Context: an optimization exercise on an open-source flow, tuned for small area, a short achievable clock period and few clock cycles per item. The choices shown serve that exercise and are no tape-out recipe. No activity file was given, so power comes from the tool's default toggle rates.

the baseline:
==> flow/design.v <==
module facet_tile (
    input  wire        clk,
    input  wire        rst,
    input  wire        start,
    input  wire [1:0]  cls,           
    input  wire [31:0] crc_in,        
    output wire        idle,
    input  wire        in_valid,
    input  wire [7:0]  in_data,
    output wire        in_ready,
    output reg         out_valid,
    output reg  [63:0] out_data,
    input  wire        out_ready,
    output reg         done,
    output wire [3:0]  done_cause,    
    output wire [7:0]  done_offset,   
    output wire [31:0] done_arg,      
    output wire [31:0] done_crc       
);
    localparam [3:0] P_HDR   = 4'd0,
                     P_U1    = 4'd1,
                     P_C1    = 4'd2,
                     P_E     = 4'd3,
                     P_B1    = 4'd4,
                     P_B2    = 4'd5,
                     P_BMAP  = 4'd6,
                     P_NLEN  = 4'd7,
                     P_NCOD  = 4'd8,
                     P_TRAIL = 4'd9;    
    reg         busy;
    reg         idle_r;       
    reg  [1:0]  cls_q;
    reg  [8:0]  idx;          
    reg  [3:0]  pst;          
    reg         fail;         
    reg  [3:0]  cause;
    reg  [7:0]  offset;
    reg  [31:0] arg;
    reg  [31:0] crc;
    reg         n_first;      
    reg         rdy;
    reg         v0, v1;
    reg  [7:0]  h0, h1;
    reg         pend;
    reg  [9:0]  pend_l;
    reg  [7:0]  code_st;
    reg  [10:0] n_last;       
    reg         bm;           
    reg         run_act;
    reg  [9:0]  run_l;        
    reg  [7:0]  run_code;     
    reg  [2:0]  q;            
    reg  [6:0]  bcnt;         
    reg         ofin;         
    assign idle        = idle_r;
    assign in_ready    = rdy;
    assign done_cause  = cause;
    assign done_offset = offset;
    assign done_arg    = arg;
    assign done_crc    = crc;
    function [31:0] crc64;
        input [31:0] c;
        input [63:0] d;
        reg [31:0] x;
        begin
            x = c ^ d[31:0];
            crc64[0] = ^(x & 32'h386F2C25) ^ ^(d[63:32] & 32'h1F91CAF6);
            crc64[1] = ^(x & 32'h70DE584B) ^ ^(d[63:32] & 32'h3F2395EC);
            crc64[2] = ^(x & 32'hE1BCB097) ^ ^(d[63:32] & 32'h7E472BD8);
            crc64[3] = ^(x & 32'hC379612E) ^ ^(d[63:32] & 32'hFC8E57B1);
            crc64[4] = ^(x & 32'hBE9DEE78) ^ ^(d[63:32] & 32'hE68D6595);
            crc64[5] = ^(x & 32'h4554F0D5) ^ ^(d[63:32] & 32'hD28B01DD);
            crc64[6] = ^(x & 32'hB2C6CD8E) ^ ^(d[63:32] & 32'hBA87C94C);
            crc64[7] = ^(x & 32'h5DE2B738) ^ ^(d[63:32] & 32'h6A9E586F);
            crc64[8] = ^(x & 32'hBBC56E71) ^ ^(d[63:32] & 32'hD53CB0DE);
            crc64[9] = ^(x & 32'h4FE5F0C6) ^ ^(d[63:32] & 32'hB5E8AB4B);
            crc64[10] = ^(x & 32'hA7A4CDA9) ^ ^(d[63:32] & 32'h74409C60);
            crc64[11] = ^(x & 32'h4F499B53) ^ ^(d[63:32] & 32'hE88138C1);
            crc64[12] = ^(x & 32'hA6FC1A83) ^ ^(d[63:32] & 32'hCE93BB74);
            crc64[13] = ^(x & 32'h75971923) ^ ^(d[63:32] & 32'h82B6BC1F);
            crc64[14] = ^(x & 32'hD3411E63) ^ ^(d[63:32] & 32'h1AFCB2C8);
            crc64[15] = ^(x & 32'hA6823CC6) ^ ^(d[63:32] & 32'h35F96591);
            crc64[16] = ^(x & 32'h4D04798C) ^ ^(d[63:32] & 32'h6BF2CB23);
            crc64[17] = ^(x & 32'h9A08F318) ^ ^(d[63:32] & 32'hD7E59646);
            crc64[18] = ^(x & 32'h0C7ECA15) ^ ^(d[63:32] & 32'hB05AE67B);
            crc64[19] = ^(x & 32'h2092B80F) ^ ^(d[63:32] & 32'h7F240600);
            crc64[20] = ^(x & 32'h4125701F) ^ ^(d[63:32] & 32'hFE480C00);
            crc64[21] = ^(x & 32'hBA25CC1B) ^ ^(d[63:32] & 32'hE301D2F6);
            crc64[22] = ^(x & 32'h4C24B412) ^ ^(d[63:32] & 32'hD9926F1B);
            crc64[23] = ^(x & 32'hA0264400) ^ ^(d[63:32] & 32'hACB514C0);
            crc64[24] = ^(x & 32'h7823A425) ^ ^(d[63:32] & 32'h46FBE377);
            crc64[25] = ^(x & 32'hF047484A) ^ ^(d[63:32] & 32'h8DF7C6EE);
            crc64[26] = ^(x & 32'hD8E1BCB0) ^ ^(d[63:32] & 32'h047E472B);
            crc64[27] = ^(x & 32'hB1C37961) ^ ^(d[63:32] & 32'h08FC8E57);
            crc64[28] = ^(x & 32'h6386F2C2) ^ ^(d[63:32] & 32'h11F91CAF);
            crc64[29] = ^(x & 32'hC70DE584) ^ ^(d[63:32] & 32'h23F2395E);
            crc64[30] = ^(x & 32'h8E1BCB09) ^ ^(d[63:32] & 32'h47E472BD);
            crc64[31] = ^(x & 32'h1C379612) ^ ^(d[63:32] & 32'h8FC8E57B);
        end
    endfunction
    wire [7:0] b = h0;
    wire [8:0] slen_m1 = (9'd256 >> cls_q) - 9'd1;
    wire wr_ok = !out_valid || out_ready;
    wire xfer  = out_valid && out_ready;
    wire       rn_can  = busy && !ofin && !bm && (run_act || pend);
    wire       rn_go   = rn_can && wr_ok;
    wire [9:0] f_l     = run_act ? run_l : pend_l;
    wire       f_on    = f_l[9:3] != bcnt;                    
    wire       f_beat  = f_on || (f_l[2:0] == 3'd7);          
    wire       pend_use = rn_go && !run_act;
    reg  [7:0] ln_plan, ln_sel;
    wire       bt_plan = bm ? (busy && pend) : (rn_can && f_beat);
    integer    k;
    always @(*)
        for (k = 0; k < 8; k = k + 1) begin
            ln_plan[k] = bm ? (busy && pend)
                            : (rn_can && k >= q && (f_on || k <= f_l[2:0]));
            ln_sel[k]  = bm ? pend_l[k] : !run_act;
        end
    wire ip_plain = busy && v0 && (pst != P_NLEN) && (pst != P_BMAP) &&
                    (pst != P_NCOD || !pend);
    wire nlen_go  = busy && v0 && (pst == P_NLEN) && (!pend || idx != slen_m1);
    wire ip_bm    = busy && v0 && (pst == P_BMAP) && !run_act;
    wire ip_acc   = ip_plain || nlen_go || ip_bm;
    wire bm_go    = busy && bm && pend && wr_ok;
    wire [9:0]  p_last = pend ? pend_l : run_l;
    wire [10:0] n_next = n_first ? {3'd0, b}
                                 : {1'b0, p_last} + {3'd0, b} + 11'd1;
    wire last_byte = (idx == slen_m1 + 9'd1) || (ip_acc && idx == slen_m1);
    wire og_fin    = ofin && wr_ok;
    wire push = in_valid && rdy;
    integer j;
    always @(posedge clk) begin
        if (ip_acc) begin
            h0 <= v1 ? h1 : in_data;
            v0 <= v1 || push;
            h1 <= in_data;
            v1 <= v1 && push;
            rdy <= 1'b1;
        end else begin
            if (!v0) h0 <= in_data;
            else if (!v1) h1 <= in_data;
            v0 <= v0 || push;
            v1 <= v1 || (v0 && push);
            rdy <= !(v1 || (v0 && push));
        end
        begin
            done <= 1'b0;
            if (xfer) begin
                out_valid <= 1'b0;
                crc <= crc64(crc, out_data);
            end
            for (j = 0; j < 8; j = j + 1)
                if (wr_ok && ln_plan[j])
                    out_data[8*j +: 8] <= ln_sel[j] ? code_st : run_code;
            if (wr_ok && bt_plan) begin
                out_valid <= 1'b1;
                bcnt <= bcnt + 7'd1;
                if (bcnt == 7'd127) ofin <= 1'b1;
            end
            if (rn_go) begin
                q <= f_beat ? 3'd0 : f_l[2:0] + 3'd1;
                if (pend_use) begin
                    pend     <= 1'b0;
                    run_code <= code_st;
                    run_l    <= pend_l;
                end
                run_act <= f_on;
            end
            if (bm_go) begin
                if (run_act) begin
                    pend_l[7:0] <= run_l[7:0];
                    run_act <= 1'b0;
                end else if (ip_bm)
                    pend_l[7:0] <= b;
                else
                    pend <= 1'b0;
            end else if (ip_bm) begin
                if (pend) begin
                    run_l[7:0] <= b;
                    run_act <= 1'b1;
                end else begin
                    pend_l[7:0] <= b;
                    pend <= 1'b1;
                end
            end
            if (ip_acc)
                idx <= idx + 9'd1;
            if (ip_bm && idx == 9'd130)
                pst <= P_TRAIL;
            if (nlen_go) begin
                if (idx == slen_m1) begin
                    fail <= 1'b1; cause <= 4'd6; offset <= idx[7:0];
                    pend <= 1'b1; pend_l <= 10'd1023; code_st <= 8'd0;
                    pst <= P_TRAIL;
                end else begin
                    n_last <= n_next;
                    pst <= P_NCOD;
                end
            end
            if (ip_plain) begin
                case (pst)
                    P_HDR: begin
                        if (b[4:0] != 5'd0) begin
                            fail <= 1'b1; cause <= 4'd4;
                            pend <= 1'b1; pend_l <= 10'd1023; code_st <= 8'd0;
                            pst <= P_TRAIL;
                        end else case (b[7:5])
                            3'd0: pst <= P_U1;
                            3'd1: begin cause <= 4'd14; pst <= P_C1; end
                            3'd7: begin cause <= 4'd15; pst <= P_E;
                                        pend <= 1'b1; pend_l <= 10'd1023; code_st <= 8'd0; end
                            3'd2: if (cls_q != 2'd0) begin
                                      fail <= 1'b1; cause <= 4'd7;
                                      pend <= 1'b1; pend_l <= 10'd1023; code_st <= 8'd0;
                                      pst <= P_TRAIL;
                                  end else begin
                                      bm  <= 1'b1;
                                      pst <= P_B1;
                                  end
                            3'd3: pst <= P_NLEN;
                            default: begin
                                fail <= 1'b1; cause <= 4'd3;
                                pend <= 1'b1; pend_l <= 10'd1023; code_st <= 8'd0;
                                pst <= P_TRAIL;
                            end
                        endcase
                    end
                    P_U1: begin
                        pend <= 1'b1; pend_l <= 10'd1023; code_st <= b;
                        pst <= P_TRAIL;
                    end
                    P_C1: begin
                        arg[7:0] <= b;
                        pend <= 1'b1; pend_l <= 10'd1023; code_st <= 8'd0;
                        pst <= P_TRAIL;
                    end
                    P_E: begin
                        case (idx[2:0])
                            3'd1:    arg[7:0]   <= b;
                            3'd2:    arg[15:8]  <= b;
                            3'd3:    arg[23:16] <= b;
                            default: arg[31:24] <= b;
                        endcase
                        if (idx[2:0] == 3'd4) pst <= P_TRAIL;
                    end
                    P_B1: begin run_code <= b; pst <= P_B2; end
                    P_B2: begin code_st  <= b; pst <= P_BMAP; end
                    P_NCOD: begin
                        if (n_last[10]) begin
                            fail <= 1'b1; cause <= 4'd6; offset <= idx[7:0] - 8'd1;
                            pend <= 1'b1; pend_l <= 10'd1023; code_st <= 8'd0;
                            pst <= P_TRAIL;
                        end else begin
                            pend <= 1'b1; pend_l <= n_last[9:0]; code_st <= b;
                            n_first <= 1'b0;
                            pst <= (n_last[9:0] == 10'd1023) ? P_TRAIL : P_NLEN;
                        end
                    end
                    default: if (!fail && b != 8'd0) begin    
                        fail <= 1'b1; cause <= 4'd4; offset <= idx[7:0]; arg <= 32'd0;
                    end
                endcase
            end
            if (busy && last_byte && og_fin) begin
                done   <= 1'b1;
                busy   <= 1'b0;
                idle_r <= 1'b1;
            end
            if (!busy) begin
                busy     <= start;
                idle_r   <= !start;
                cls_q    <= cls;
                crc      <= crc_in;
                idx      <= 9'd0;
                pst      <= P_HDR;
                fail     <= 1'b0;
                cause    <= 4'd0;
                offset   <= 8'd0;
                arg      <= 32'd0;
                n_first  <= 1'b1;
                pend     <= 1'b0;
                run_act  <= 1'b0;
                bm       <= 1'b0;
                q        <= 3'd0;
                bcnt     <= 7'd0;
                ofin     <= 1'b0;
            end
        end
        if (rst) begin
            busy      <= 1'b0;
            idle_r    <= 1'b1;
            out_valid <= 1'b0;
            done      <= 1'b0;
            v0        <= 1'b0;
            v1        <= 1'b0;
            rdy       <= 1'b1;
        end
    end
endmodule
clock: 10.0 ns
lec_check: 0
cap_margin: 20
core_margin: 2
core_utilization: 40
place_density: 0.6
slew_margin: 20
run.sh (not shown) runs the stock make flow with config.mk's settings and CLKGATE_MAP_FILE= SYNTH_SCRIPT=/design/flow/synth_recipe.tcl, a recipe that flattens the netlist after the stock synthesis.
Having completed the whole flow, the baseline delivered a layout that passed the timing, design-rule and antenna checks.
### the baseline -> the candidate
-- flow/design.v --
<<< the baseline, line 38
    reg  [31:0] arg;
    reg  [31:0] crc;
    reg         n_first;      
    reg         rdy;
    reg         v0, v1;
>>> the candidate, line 38
    reg  [31:0] arg;
    reg  [31:0] crc;
    reg  [10:0] p_last;       
    reg         rdy;
    reg         v0, v1;
<<< the baseline, line 45
    reg  [9:0]  pend_l;
    reg  [7:0]  code_st;
    reg  [10:0] n_last;       
    reg         bm;           
    reg         run_act;
>>> the candidate, line 45
    reg  [9:0]  pend_l;
    reg  [7:0]  code_st;
    reg  [7:0]  len_st;       
    reg         bm;           
    reg         run_act;
<<< the baseline, line 107
    wire [9:0] f_l     = run_act ? run_l : pend_l;
    wire       f_on    = f_l[9:3] != bcnt;                    
    wire       f_beat  = f_on || (f_l[2:0] == 3'd7);          
    wire       pend_use = rn_go && !run_act;
    reg  [7:0] ln_plan, ln_sel;
    wire       bt_plan = bm ? (busy && pend) : (rn_can && f_beat);
>>> the candidate, line 107
    wire [9:0] f_l     = run_act ? run_l : pend_l;
    wire       f_on    = f_l[9:3] != bcnt;                    
    wire       b_on    = run_act && pend && !f_on && (run_l[2:0] != 3'd7);
    wire       p_on    = pend_l[9:3] != bcnt;                 
    wire [2:0] l_end   = b_on ? pend_l[2:0] : f_l[2:0];       
    wire       f_beat  = (b_on ? p_on : f_on) || (l_end == 3'd7);    
    wire       pend_use = rn_go && (!run_act || b_on);
    reg  [7:0] ln_plan, ln_sel;
    wire       bt_plan = bm ? (busy && pend) : (rn_can && f_beat);
<<< the baseline, line 115
        for (k = 0; k < 8; k = k + 1) begin
            ln_plan[k] = bm ? (busy && pend)
                            : (rn_can && k >= q && (f_on || k <= f_l[2:0]));
            ln_sel[k]  = bm ? pend_l[k] : !run_act;
        end
    wire ip_plain = busy && v0 && (pst != P_NLEN) && (pst != P_BMAP) &&
>>> the candidate, line 118
        for (k = 0; k < 8; k = k + 1) begin
            ln_plan[k] = bm ? (busy && pend)
                            : (rn_can && k >= q && (f_on || k <= f_l[2:0] ||
                                                    (b_on && (p_on || k <= pend_l[2:0]))));
            ln_sel[k]  = bm ? pend_l[k] : (!run_act || (!f_on && k > f_l[2:0]));
        end
    wire ip_plain = busy && v0 && (pst != P_NLEN) && (pst != P_BMAP) &&
<<< the baseline, line 124
    wire ip_acc   = ip_plain || nlen_go || ip_bm;
    wire bm_go    = busy && bm && pend && wr_ok;
    wire [9:0]  p_last = pend ? pend_l : run_l;
    wire [10:0] n_next = n_first ? {3'd0, b}
                                 : {1'b0, p_last} + {3'd0, b} + 11'd1;
    wire last_byte = (idx == slen_m1 + 9'd1) || (ip_acc && idx == slen_m1);
    wire og_fin    = ofin && wr_ok;
>>> the candidate, line 128
    wire ip_acc   = ip_plain || nlen_go || ip_bm;
    wire bm_go    = busy && bm && pend && wr_ok;
    wire [10:0] n_last = p_last + {3'd0, len_st} + 11'd1;
    wire last_byte = (idx == slen_m1 + 9'd1) || (ip_acc && idx == slen_m1);
    wire og_fin    = ofin && wr_ok;
<<< the baseline, line 160
            end
            if (rn_go) begin
                q <= f_beat ? 3'd0 : f_l[2:0] + 3'd1;
                if (pend_use) begin
                    pend     <= 1'b0;
>>> the candidate, line 162
            end
            if (rn_go) begin
                q <= f_beat ? 3'd0 : l_end + 3'd1;
                if (pend_use) begin
                    pend     <= 1'b0;
<<< the baseline, line 166
                    run_l    <= pend_l;
                end
                run_act <= f_on;
            end
            if (bm_go) begin
>>> the candidate, line 168
                    run_l    <= pend_l;
                end
                run_act <= b_on ? p_on : f_on;
            end
            if (bm_go) begin
<<< the baseline, line 195
                    pst <= P_TRAIL;
                end else begin
                    n_last <= n_next;
                    pst <= P_NCOD;
                end
>>> the candidate, line 197
                    pst <= P_TRAIL;
                end else begin
                    len_st <= b;
                    pst <= P_NCOD;
                end
<<< the baseline, line 254
                        end else begin
                            pend <= 1'b1; pend_l <= n_last[9:0]; code_st <= b;
                            n_first <= 1'b0;
                            pst <= (n_last[9:0] == 10'd1023) ? P_TRAIL : P_NLEN;
                        end
>>> the candidate, line 256
                        end else begin
                            pend <= 1'b1; pend_l <= n_last[9:0]; code_st <= b;
                            p_last <= n_last;
                            pst <= (n_last[9:0] == 10'd1023) ? P_TRAIL : P_NLEN;
                        end
<<< the baseline, line 279
                offset   <= 8'd0;
                arg      <= 32'd0;
                n_first  <= 1'b1;
                pend     <= 1'b0;
                run_act  <= 1'b0;
>>> the candidate, line 281
                offset   <= 8'd0;
                arg      <= 32'd0;
                p_last   <= 11'h7FF;
                pend     <= 1'b0;
                run_act  <= 1'b0;
--- outcome ---
- In the candidate, ratio of final minimum period to clock period is lower than in the baseline.
- Changes observed in the candidate relative to the baseline: worst-case register-to-register setup slack decreased by 0.29 ns relative to the old numbers, clock network fraction of design power shows a reduction of 1.4 points.
- The candidate: power spent charging and discharging nets is 2.4% lower than what the baseline reported.
- The candidate vs. the baseline: wire length of the first global-routing pass has increased, number of global-route vias before repair has increased, largest net degree at the start of global routing has increased, post-route cell area has increased, area of the multi-input gates has increased.
- The candidate has more setup slack than the baseline.
Function was not checked in any run of this note: the RTL went through the layout flow alone.

-- afterwards: timing with drivers on the ports --
In the flow no input, the clock included, has a driving cell. The finished layouts below were timed again as built, in two steps.
Step 1, drivers: a clkbuf_16 drives clk and a buf_2 each remaining input, both assumed.
Step 2 also shifts input and output timing later by t, the mid clock arrival at the registers, as if the neighbouring blocks saw the same clock.
Slacks: ideal / step 1 / step 2; pairs: ideal / step 1.
| run | t (ns) | slack for setup (ns) | worst slew at a driven data input, ns | pins driven straight from the clock port |
|---|---|---|---|---|
| the baseline | 0.621 | 5.862 / 5.807 / 5.456 | 0.05 | 1 |
| the candidate | 0.623 | 5.882 / 5.829 / 5.716 | 0.06 | 1 |
After both steps setup and hold are still met in every run listed. The setup slack of the baseline, which loses most, moves by -0.055 ns with the drivers and by -0.406 ns with both steps.
